This design comes from an exercise in tuning for small area, a short achievable clock period and few clock cycles per item on the open sky130 flow, not from production work. RTL that was checked went through simulation tests only; none was proved equivalent to the original.

==> flow/design.v (excerpt) <==
module bunting_aes256 (
    input  wire         clk,
    input  wire         rst,         
    input  wire [255:0] key,         
    input  wire         in_valid,
    output wire         in_ready,
    input  wire [127:0] in_block,    
    output reg          out_valid,
    output reg  [127:0] out_block    
);
    localparam NU = 7;
    reg  [3:0]        q;
    reg  [1:0]        r;
    reg               win_q;         
    reg  [3*NU-1:0]   vr;            
    reg  [128*NU-1:0] ra, rc;        
    reg  [192*NU-1:0] rb;
    reg  [128*NU-1:0] ku;            
    reg  [127:0]      kp, kc;
    reg  [47:0]       kt1;
    reg  [31:0]       kt;
    assign in_ready = win_q;
    wire [192*NU-1:0] ta;
    wire [128*NU-1:0] sb, mk;
    genvar j;
    wire [127:0]      m7;            
    generate
        for (j = 0; j < NU; j = j + 1) begin : g_unit
            sub_top u_a (.a(ra[128*j +: 128]), .y(ta[192*j +: 192]));
            sub_bot u_b (.a(rb[192*j +: 192]), .y(sb[128*j +: 128]));
            if (j < NU - 1) begin : g_mix
                mix_ark u_c (.a(rc[128*j +: 128]), .k(ku[128*j +: 128]), .y(mk[128*j +: 128]));
            end else begin : g_last
                mix_ark_in u_c (.a(rc[128*j +: 128]), .k(ku[128*j +: 128]), .sel(win_q),
                                .d(in_block ^ key[255:128]), .y(m7));
            end
        end
    endgenerate
    always @(posedge clk) begin
        ra        <= {mk[128*NU-129:0], m7};
        rb        <= ta;
        rc        <= sb;
        out_block <= rc[128*NU-1 -: 128] ^ ku[128*NU-1 -: 128];
    end
    wire [47:0] ks1;
    wire [31:0] ks;
    generate
        genvar i;
        for (i = 0; i < 4; i = i + 1) begin : g_ksub
            sbox_top u_top (.a(kc[31 - 8*i -: 8]), .m(ks1[47 - 12*i -: 4]), .t(ks1[43 - 12*i -: 8]));
            sbox_bot u_bot (.m(kt1[47 - 12*i -: 4]), .t(kt1[43 - 12*i -: 8]), .y(ks[31 - 8*i -: 8]));
        end
    endgenerate
    wire [7:0]   rcon = 8'h01 << q[3:1];
    wire [31:0]  tx   = q[0] ? {kt[23:16] ^ rcon, kt[15:0], kt[31:24]} : kt;
    wire [31:0]  p01  = kp[127:96] ^ kp[95:64];
    wire [31:0]  n0   = kp[127:96] ^ tx;
    wire [31:0]  n1   = p01 ^ tx;
    wire [31:0]  n2   = kp[63:32] ^ n1;
    wire [31:0]  n3   = kp[31:0] ^ n2;
    wire [2:0]   qu   = (q >= 4'd7) ? q[2:0] + 3'd1 : q[2:0];
    always @(posedge clk) begin
        kt1 <= ks1;
  ...
==> flow/config.mk <==
export PLATFORM = sky130hd
export DESIGN_NAME = bunting_aes256
export DESIGN_NICKNAME = bunting_aes256
export VERILOG_FILES = /design/flow/design.v
export SDC_FILE = /design/flow/constraint.sdc
export NUM_CORES = 8
export LEC_CHECK = 0
export CAP_MARGIN = 20
export CORE_MARGIN = 2
export CORE_UTILIZATION = 60
export CTS_CLUSTER_DIAMETER = 60
export CTS_CLUSTER_SIZE = 30
export SETUP_SLACK_MARGIN = 4.2
export SLEW_MARGIN = 20
export SYNTH_HIERARCHICAL = 1
export SYNTH_MINIMUM_KEEP_SIZE = 0
==> flow/constraint.sdc <==
create_clock -name core_clock -period 7.0 [get_ports {clk}]
set_input_delay 1.4000 -clock core_clock [delete_from_list [all_inputs] [get_ports {clk}]]
set_output_delay 1.4000 -clock core_clock [all_outputs]
set_load 0.01 [all_outputs]
run.sh (not shown) runs the stock make flow with config.mk's settings and CLKGATE_MAP_FILE= SYNTH_SCRIPT=/design/flow/synth_recipe.tcl, a recipe that flattens the netlist after the stock synthesis.
Testbench counts at the start, summed over its fixed seeds: cycles 3,456, blocks 1,600.
==> next run, changes <==
CORE_UTILIZATION = 68   (was 60)
With this change the flow completed and failed the layout checks on max-capacitance violations, max-slew violations.
Clock-buffer cell count drops by 31.
Core utilization climbs by 8.4 points.
Cell area drops by about 1%.
Fmax drops by 6.1%.

========
Another version of the RTL of bunting_aes256 (not shown whole).
Size: ~9500 cells after synthesis, ~1400 flip-flops, about 520 I/O pins, about 0.092 mm^2 of cells after synthesis.
clock: 7.0 ns
lec_check: 0
cap_margin: 20
core_margin: 2
core_utilization: 55
cts_cluster_diameter: 60
cts_cluster_size: 40
setup_slack_margin: 4.0
slew_margin: 20
synth_hierarchical: 1
synth_minimum_keep_size: 0
Testbench counts at the start, summed over its fixed seeds: cycles 11,448, blocks 1,600.
==> next run, changes <==
--- a/flow/config.mk
+++ b/flow/config.mk
@@ -11,2 +11,2 @@
-export CTS_CLUSTER_DIAMETER = 60
-export CTS_CLUSTER_SIZE = 40
+export CTS_BUF_LIST = sky130_fd_sc_hd__clkbuf_4 sky130_fd_sc_hd__clkbuf_8
+export CTS_CLUSTER_SIZE = 30
=>
- design area goes up by 0.69%
- critical path depth went up by 1
- global-route usage barely changes
- routed wire length came out higher by about 0.56%
- worst setup slack is worse by 0.038 ns
- sequential cell count stays the same
- non-clock buffer count is unchanged
==> next run, changes <==
--- a/flow/config.mk
+++ b/flow/config.mk
@@ -10,3 +10 @@
-export CORE_UTILIZATION = 55
-export CTS_BUF_LIST = sky130_fd_sc_hd__clkbuf_4 sky130_fd_sc_hd__clkbuf_8
-export CTS_CLUSTER_SIZE = 30
+export CORE_UTILIZATION = 40
What happened: Global-route usage shrinks by 7.6 points. Clock-buffer cell count goes down by 121. Area after synthesis stays the same. Synthesized cell count does not change. Register-to-register slack gets worse by 0.06 ns. Maximum frequency came out lower by 2.0%. Wire length went up by 5.6%. Worst hold slack is about the same. Via count shrinks by 1.3%.
==> next run, changes <==
--- a/flow/config.mk
+++ b/flow/config.mk
@@ -10,2 +10,4 @@
-export CORE_UTILIZATION = 40
-export SETUP_SLACK_MARGIN = 4.0
+export CORE_UTILIZATION = 55
+export CTS_CLUSTER_DIAMETER = 60
+export CTS_CLUSTER_SIZE = 40
+export SETUP_SLACK_MARGIN = 4.3
- The changed run ran to the end with no violations
- setup slack improved by 0.18 ns
- design area came out higher by about 6%
- routed wire length goes down by 1.7%
- register-to-register slack gains 0.18 ns
- flip-flop and latch count stays the same
- hold slack improved by 0.0055 ns
- die area falls by about 27%
- clock-buffer cell count decreases by 98
- global-route usage rose by 8.3 points
==> next run, changes <==
--- a/flow/config.mk
+++ b/flow/config.mk
@@ -11,3 +11 @@
-export CTS_CLUSTER_DIAMETER = 60
-export CTS_CLUSTER_SIZE = 40
-export SETUP_SLACK_MARGIN = 4.3
+export SETUP_SLACK_MARGIN = 4.0
Via count drops by 2.2%.
Setup slack is worse by 0.12 ns.
Hold slack is worse by 0.0050 ns.
Routed wire length drops by about 4%.
Final area drops by about 7%.
Global-route usage drops by 0.71 points.
Maximum frequency drops by about 4%.
Clock skew drops by 0.023 ns.

========
Setup of main:
bunting_aes256, a different RTL version from the one above (not shown whole).
Size in the first run: ~27000 cells after synthesis, roughly 520 I/O pins, ~0.28 mm2 of cells after synthesis.
Settings: LEC_CHECK=0, CAP_MARGIN=20, CORE_MARGIN=2, CORE_UTILIZATION=55, SETUP_SLACK_MARGIN=4.0, SLEW_MARGIN=20, SYNTH_HIERARCHICAL=1, SYNTH_MINIMUM_KEEP_SIZE=0; clock period 7.0 ns.
Testbench counts of main, summed over its fixed seeds: cycles 3,456, blocks 1,600.
The inputs of the feature branch differ from those of main as listed below.
# main
export LEC_CHECK = 0
export CAP_MARGIN = 20
export CORE_MARGIN = 2
export CORE_UTILIZATION = 55
export SETUP_SLACK_MARGIN = 4.0
export SLEW_MARGIN = 20
export SYNTH_HIERARCHICAL = 1
export SYNTH_MINIMUM_KEEP_SIZE = 0
create_clock -name core_clock -period 7.0 [get_ports {clk}]
# the feature branch
export LEC_CHECK = 0
export CAP_MARGIN = 20
export CORE_MARGIN = 2
export CORE_UTILIZATION = 55
export CTS_CLUSTER_DIAMETER = 60
export CTS_CLUSTER_SIZE = 30
export SETUP_SLACK_MARGIN = 4.0
export SLEW_MARGIN = 20
export SYNTH_HIERARCHICAL = 1
export SYNTH_MINIMUM_KEEP_SIZE = 0
create_clock -name core_clock -period 7.0 [get_ports {clk}]
==> summary.txt <==
- | tightest hold margin | the feature branch vs main | ≈ equal |
- From main to the feature branch the numbers moved as follows: antenna diode count went up by about 0.5%; final cell area excluding filler cells has decreased.
- The met3 global-route usage reported for the feature branch is smaller than that of main by 0.41 points.
- main → the feature branch: post-route clock period utilization went up by 0.19 points.

========
run 1:
bunting_aes256, a different RTL version from the one above (not shown whole).
For scale: ~1300 flip-flops, ~520 I/O pins, about 89000 sq um of cells after synthesis.
Settings: LEC_CHECK=0, CAP_MARGIN=20, CORE_MARGIN=2, CORE_UTILIZATION=40, SETUP_SLACK_MARGIN=4.0, SLEW_MARGIN=20, SYNTH_HIERARCHICAL=1, SYNTH_MINIMUM_KEEP_SIZE=0; clock period 7.0 ns.
Run 1: no failed stages, no open violations at the end
Setup changes, run 1 to run 2
Settings: SETUP_SLACK_MARGIN: 4.0 -> 3.5.
==> summary.txt <==
- Final checks on run 2, whose flow otherwise completed, came back failing, citing antenna violations.
- Any difference in global-route usage between run 1 and run 2 is small enough to ignore.
- Run 2 reports a lower number of buffers outside the clock class in the layout than run 1 does.
- The worst setup path startpoint comes out kx[31]$_DFFE_PN_ in one run and kx[25]$_DFFE_PN_ in the other, namely in run 2 and run 1 respectively.
- Taking run 1 as the reference, in run 2 number of cells upsized or downsized after cts decreased by 59% relative to the old numbers; worst path buffer plus inverter count decreased by 1 relative to the old numbers.
- Comparing run 2 against run 1, there is no change at all in sequential cell count.
- Compared to run 1, the router laid down less metal wire for run 2.
No functional check of the RTL was part of any run of this note.

========
Setup of rev 12:
bunting_aes256, a different RTL version from the one above (not shown whole).
Size in the first run: roughly 810 flip-flops, roughly 520 I/O pins, roughly 0.073 mm² of cells after synthesis.
clock: 7.0 ns
lec_check: 0
cap_margin: 20
core_margin: 2
core_utilization: 40
setup_slack_margin: 3
slew_margin: 20
synth_hierarchical: 1
synth_minimum_keep_size: 0
Testbench counts of rev 12, summed over its fixed seeds: cycles 11,232, blocks 1,600.
The following lists how rev 13 was set up differently from rev 12:
- swapping 3 for 4 in SETUP_SLACK_MARGIN
Results
Looking at smallest hold slack, rev 13 sits 0.018 ns above rev 12.
Clock-pin slew reported for the worst setup and hold paths after clock tree synthesis of rev 12 is on par with rev 13.
NOTE total of cells resized after clock tree synthesis rev 12->rev 13 increased by more than a quarter
Area: rev 13 vs rev 12 -> rev 13 larger
Wire length: rev 13 vs rev 12 up about 5.4%
Number of fillers in the final layout, rev 12 and rev 13, lower one = rev 13.
Rev 12 vs rev 13, last element of the critical path: kt[3] vs kt[2]
Rev 13 ends up with a required arrival time at the worst endpoint that is 0.06 ns lower than in rev 12.
Re final net count: rev 12 and rev 13 aren't equal, and the higher value belongs to rev 13.

## static timing again, ports no longer ideal
No port has a modelled driver above. Below, the same layouts with a new extraction and two added sets of constraints.
Step 1: set_driving_cell puts a clkbuf_16 on clk and a buf_2 on each other input, an assumption about the parent block.
Step 2, shift: input delay + t, output delay - t, t = (earliest + latest rising clock arrival at the registers) / 2. This alone moves slack from input paths to output paths.
Slacks: no drivers / after step 1 / after step 2; pairs: no drivers / after step 1.
run	shift t [ns]	slack for setup (ns)	clock arrival spread, ns
the first run of note 1	1.175	4.027 / 3.890 / 3.558	0.082 / 0.081
the second run of note 1	1.145	3.833 / 3.833 / 3.434	0.070 / 0.069
the first run of note 2	0.873	4.052 / 4.008 / 3.283	0.046 / 0.046
the second run of note 2	1.052	4.014 / 3.982 / 3.182	0.047 / 0.047
the third run of note 2	0.919	3.952 / 3.952 / 3.279	0.063 / 0.062
the fourth run of note 2	0.859	4.129 / 4.129 / 3.511	0.052 / 0.053
the fifth run of note 2	0.883	4.007 / 3.996 / 3.337	0.028 / 0.028
main	1.213	3.881 / 3.810 / 3.656	0.049 / 0.050
the feature branch	1.162	3.867 / 3.835 / 3.768	0.070 / 0.070
run 1	0.899	3.728 / 3.638 / 3.298	0.037 / 0.037
run 2	0.874	3.556 / 3.466 / 3.262	0.030 / 0.030
rev 12	0.843	1.982 / 1.982 / 1.982	0.046 / 0.045
rev 13	0.808	2.244 / 2.244 / 2.244	0.034 / 0.033
For the second run of note 2, which loses most, drivers alone change the setup slack by -0.032 ns; drivers and shift together by -0.832 ns.
